This design comes from an exercise in tuning for small area on the open sky130 flow, not from production work. Where RTL was checked, it was by simulation tests only, not by an equivalence proof against the original.

==> v39: inputs <==
==> flow/design.v (excerpt) <==
module fh_s01 (
    input  wire         clk,
    input  wire         rst,
    input  wire         in_valid,
    input  wire [15:0]  in_cont,
    input  wire [15:0]  ped64,
    input  wire [15:0]  ped8,
    input  wire [15:0]  ped1,
    input  wire [23:0]  ratio8,
    input  wire [23:0]  ratio1,
    input  wire [4:0]   n1,
    input  wire [1:0]   sh0,
    input  wire [2:0]   sh1,
    input  wire [287:0] h,
    output reg          out_valid,
    output reg  [19:0]  out_m,
    output reg  [21:0]  out_y,
    output reg          out_edge,
    output reg  [4:0]   out_edges,
    output reg          out_cal,
    output reg          out_half,
    output reg          out_sat
);
Settings: LEC_CHECK=0, ABC_AREA=1, CAP_MARGIN=20, CORE_MARGIN=2, CORE_UTILIZATION=40, PLACE_DENSITY=0.5, SLEW_MARGIN=20, SYNTH_HIERARCHICAL=1; clock period 20.0 ns.
run.sh (not shown) runs the stock make flow with config.mk's settings and CLKGATE_MAP_FILE= SYNTH_SCRIPT=/design/flow/synth_recipe.tcl, a recipe that flattens the netlist after the stock synthesis.
==> v33 (differences from v39) <==
--- a/flow/design.v
+++ b/flow/design.v
@@ -9,21 +9,21 @@
     input  wire [23:0]  ratio8,
     input  wire [23:0]  ratio1,
     input  wire [4:0]   n1,
     input  wire [1:0]   sh0,
     input  wire [2:0]   sh1,
     input  wire [287:0] h,
     output reg          out_valid,
-    output reg  [19:0]  out_m,
-    output reg  [21:0]  out_y,
-    output reg          out_edge,
-    output reg  [4:0]   out_edges,
-    output reg          out_cal,
-    output reg          out_half,
-    output reg          out_sat
+    output wire [19:0]  out_m,
+    output wire [21:0]  out_y,
+    output wire         out_edge,
+    output wire [4:0]   out_edges,
+    output wire         out_cal,
+    output wire         out_half,
+    output wire         out_sat
 );
     wire [1:0]  in_range = in_cont[15:14];
     wire [11:0] in_code  = in_cont[11:0];
     wire [15:0] s0_ped = in_range[1] ? ped1 : in_range[0] ? ped8 : ped64;
     wire [24:0] s0_r   = in_range[1] ? {1'b0, ratio1} :
                          in_range[0] ? {1'b0, ratio8} : 25'h0010000;
     wire [17:0] s0_d   = {2'b00, in_code, 4'b0000} - {2'b00, s0_ped};
@@ -711,34 +711,33 @@
             p_cal  <= in_cont[12];
             p_sat  <= s0_sat;
         end
     end
     reg [19:0] m_val;
     reg        m_r11;       
     wire       done = in_valid & p_have;
-    reg        r_valid;     
     wire [20:0] itp_sum = {m_val[19], m_val} + {s0_val[19], s0_val} + 21'd1;
     wire [19:0] m_new   = !p_r11 ? p_val :
                           (!m_r11 && !in_r11) ? itp_sum[20:1] : 20'd0;
     wire f_edge = p_edge & ~p_r11;
     wire f_cal  = p_cal  & ~p_r11;
     wire f_sat  = p_sat  & ~p_r11;
     wire f_half = p_r11;
     reg  [15:0] e_hist;     
     reg  [4:0]  age_cal, age_half, age_sat;    
     always @(posedge clk) begin
         if (rst) begin
             m_r11     <= 1'b1;
-            r_valid   <= 1'b0;
+            out_valid <= 1'b0;
             e_hist    <= 16'd0;
             age_cal   <= 5'd16;
             age_half  <= 5'd16;
             age_sat   <= 5'd16;
         end else begin
-            r_valid   <= done;
+            out_valid <= done;
             if (done) begin
                 m_r11    <= p_r11;
                 e_hist   <= {e_hist[14:0], f_edge};
                 age_cal  <= f_cal  ? 5'd0 : age_cal  + {4'd0, ~age_cal[4]};
                 age_half <= f_half ? 5'd0 : age_half + {4'd0, ~age_half[4]};
                 age_sat  <= f_sat  ? 5'd0 : age_sat  + {4'd0, ~age_sat[4]};
             end
@@ -752,15 +751,15 @@
     wire        [19:0] s_new = m_rnd[19:0];
     reg  [299:0] dl;          
     wire [19:0] tp0 = s_new;
     integer i;
     always @(posedge clk) begin
         if (rst) begin
             dl <= 300'd0;
-        end else if (r_valid) begin
+        end else if (out_valid) begin
             dl[19:0] <= (n1 > 5'd1) ? tp0 : 20'd0;
             for (i = 2; i < 16; i = i + 1)
                 dl[20*i-20 +: 20] <= (n1 > i) ? dl[20*i-40 +: 20] : 20'd0;
         end
     end
     wire [19:0] tp1 = dl[19:0];
     wire [19:0] tp2 = dl[39:20];
@@ -10525,40 +10524,33 @@
     wire fir_w6289, fir_w6290;
     fh_fa fir_w6289_i (.a(fir_w6208), .b(fir_w6209), .c(1'b1), .s(fir_w6289), .co(fir_w6290));
     wire [41:0] fir_ra = {1'b1, fir_w6290, fir_w6288, fir_w6286, fir_w6284, fir_w6282, fir_w6280, fir_w6278, fir_w6276, fir_w6274, fir_w6272, fir_w6270, fir_w6268, fir_w6266, fir_w6264, fir_w6262, fir_w6260, fir_w6258, fir_w6256, fir_w6254, fir_w6252, fir_w6250, fir_w6248, fir_w6246, fir_w6244, fir_w6242, fir_w6240, fir_w6238, fir_w6236, fir_w6234, fir_w6232, fir_w6230, fir_w6228, fir_w6226, fir_w6224, fir_w6222, fir_w6220, fir_w6218, fir_w6216, fir_w6214, fir_w6212, fir_w6211};
     wire [41:0] fir_rb = {1'b0, fir_w6210, fir_w6289, fir_w6287, fir_w6285, fir_w6283, fir_w6281, fir_w6279, fir_w6277, fir_w6275, fir_w6273, fir_w6271, fir_w6269, fir_w6267, fir_w6265, fir_w6263, fir_w6261, fir_w6259, fir_w6257, fir_w6255, fir_w6253, fir_w6251, fir_w6249, fir_w6247, fir_w6245, fir_w6243, fir_w6241, fir_w6239, fir_w6237, fir_w6235, fir_w6233, fir_w6231, fir_w6229, fir_w6227, fir_w6225, fir_w6223, fir_w6221, fir_w6219, fir_w6217, fir_w6215, fir_w6213, f15_neg0};
     wire [41:0] acc  = fir_ra + fir_rb;           
     wire [27:0] accs = $signed(acc[41:14]) >>> sh1;
     wire        y_lim = (accs[27:21] != {7{accs[21]}});
-    wire [21:0] y_val = y_lim ? {accs[27], {21{~accs[27]}}} : accs[21:0];
+    assign out_y = y_lim ? {accs[27], {21{~accs[27]}}} : accs[21:0];
+    assign out_m = m_val;
     reg [15:0] win;
     always @(*) begin
         for (i = 0; i < 16; i = i + 1)
             win[i] = (i < n1);
     end
     wire [15:0] e_win = e_hist & win;
     reg  [4:0]  e_cnt;
     always @(*) begin
         e_cnt = 5'd0;
         for (i = 0; i < 16; i = i + 1)
             e_cnt = e_cnt + {4'd0, e_win[i]};
     end
-    always @(posedge clk) begin
-        if (rst)
-            out_valid <= 1'b0;
-        else
-            out_valid <= r_valid;
-        out_m     <= m_val;
-        out_y     <= y_val;
-        out_edges <= e_cnt;
-        out_edge  <= |e_win;
-        out_cal   <= age_cal  < n1;
-        out_half  <= age_half < n1;
-        out_sat   <= (age_sat < n1) | y_lim;
-    end
+    assign out_edges = e_cnt;
+    assign out_edge  = |e_win;
+    assign out_cal   = age_cal  < n1;
+    assign out_half  = age_half < n1;
+    assign out_sat   = (age_sat < n1) | y_lim;
 endmodule
 module fh_fa (
     input  wire a,
     input  wire b,
     input  wire c,
     output wire s,
     output wire co
==> flow/config.mk (replaced) <==
export PLATFORM = sky130hd
export DESIGN_NAME = fh_s01
export DESIGN_NICKNAME = fh_s01
export VERILOG_FILES = /design/flow/design.v
export SDC_FILE = /design/flow/constraint.sdc
export NUM_CORES = 4
export LEC_CHECK = 0
export ABC_AREA = 1
export CAP_MARGIN = 20
export CORE_MARGIN = 2
export CORE_UTILIZATION = 45
export PLACE_DENSITY = 0.55
export SLEW_MARGIN = 20
export SYNTH_HIERARCHICAL = 1
==> flow_summary.json <==
{
  "dieArea_mm2": 0.3377,
  "drive_gt1_frac": 0.1146,
  "drt-met1-wl_mm": 327.8,
  "worstSetupEndpointType": "output pin",
  "holdWs_ns": 0.4520,
  "synth_area_leaders": "fa_1 (44%), xor2_1 (17%), o22ai_1 (12%)",
  "taps": 4366,
  "drt_iter0_markers": 25344,
  "cts_resized": 188,
  "register_area_mm2": 0.008011,
  "status": "complete, no violations",
  "yosys.area_share.xor_xnor": 0.1896
}
[end of results for v33]
==> flow_summary.json <==
{
  "drt_iter0_markers": 23788,
  "reg2reg_slack_ns": 6.33,
  "drt-met1-wl_mm": 367.1,
  "yosys.area_share.xor_xnor": 0.1876,
  "taps": 4994,
  "dieArea_mm2": 0.3826,
  "register_area_mm2": 0.009052,
  "drive_gt1_frac": 0.05596,
  "worstSetupEndpointType": "register",
  "cts_resized": 0,
  "status": "complete, no violations",
  "ctsHoldBuffers": 0
}
[end of results for v39]
Function not checked in v33: the RTL went through the layout flow alone.

-- static timing again, ports no longer ideal --
In the flow no input, the clock included, has a driving cell. The finished layouts below were timed again as built, in two steps.
Step 1 sets driving cells, clkbuf_16 on the clock port and buf_2 on the other inputs (assumed; they add their load-dependent delay and slew).
Step 2 also shifts input and output timing later by t, the mid clock arrival at the registers, as if the neighbouring blocks saw the same clock.
a / b / c = ideal / step 1 / step 2; a / b = the first two.
| run | t, ns | setup WS [ns] | worst hold slack (ns) | worst setup path after step 2 | worst register clock-pin slew, ns |
|---|---|---|---|---|---|
| v39 | 0.911 | 2.045 / 2.156 / 1.244 | 0.468 / 0.468 / 0.468 | input to register | 0.07 / 0.07 |
| v33 | 0.942 | 0.290 / 0.252 / 0.252 | 0.452 / 0.452 / 0.452 | input to output | 0.07 / 0.07 |
After both steps every run listed still meets setup and hold. The setup slack of v39, which loses most, moves by +0.111 ns with the drivers and by -0.801 ns with both steps.
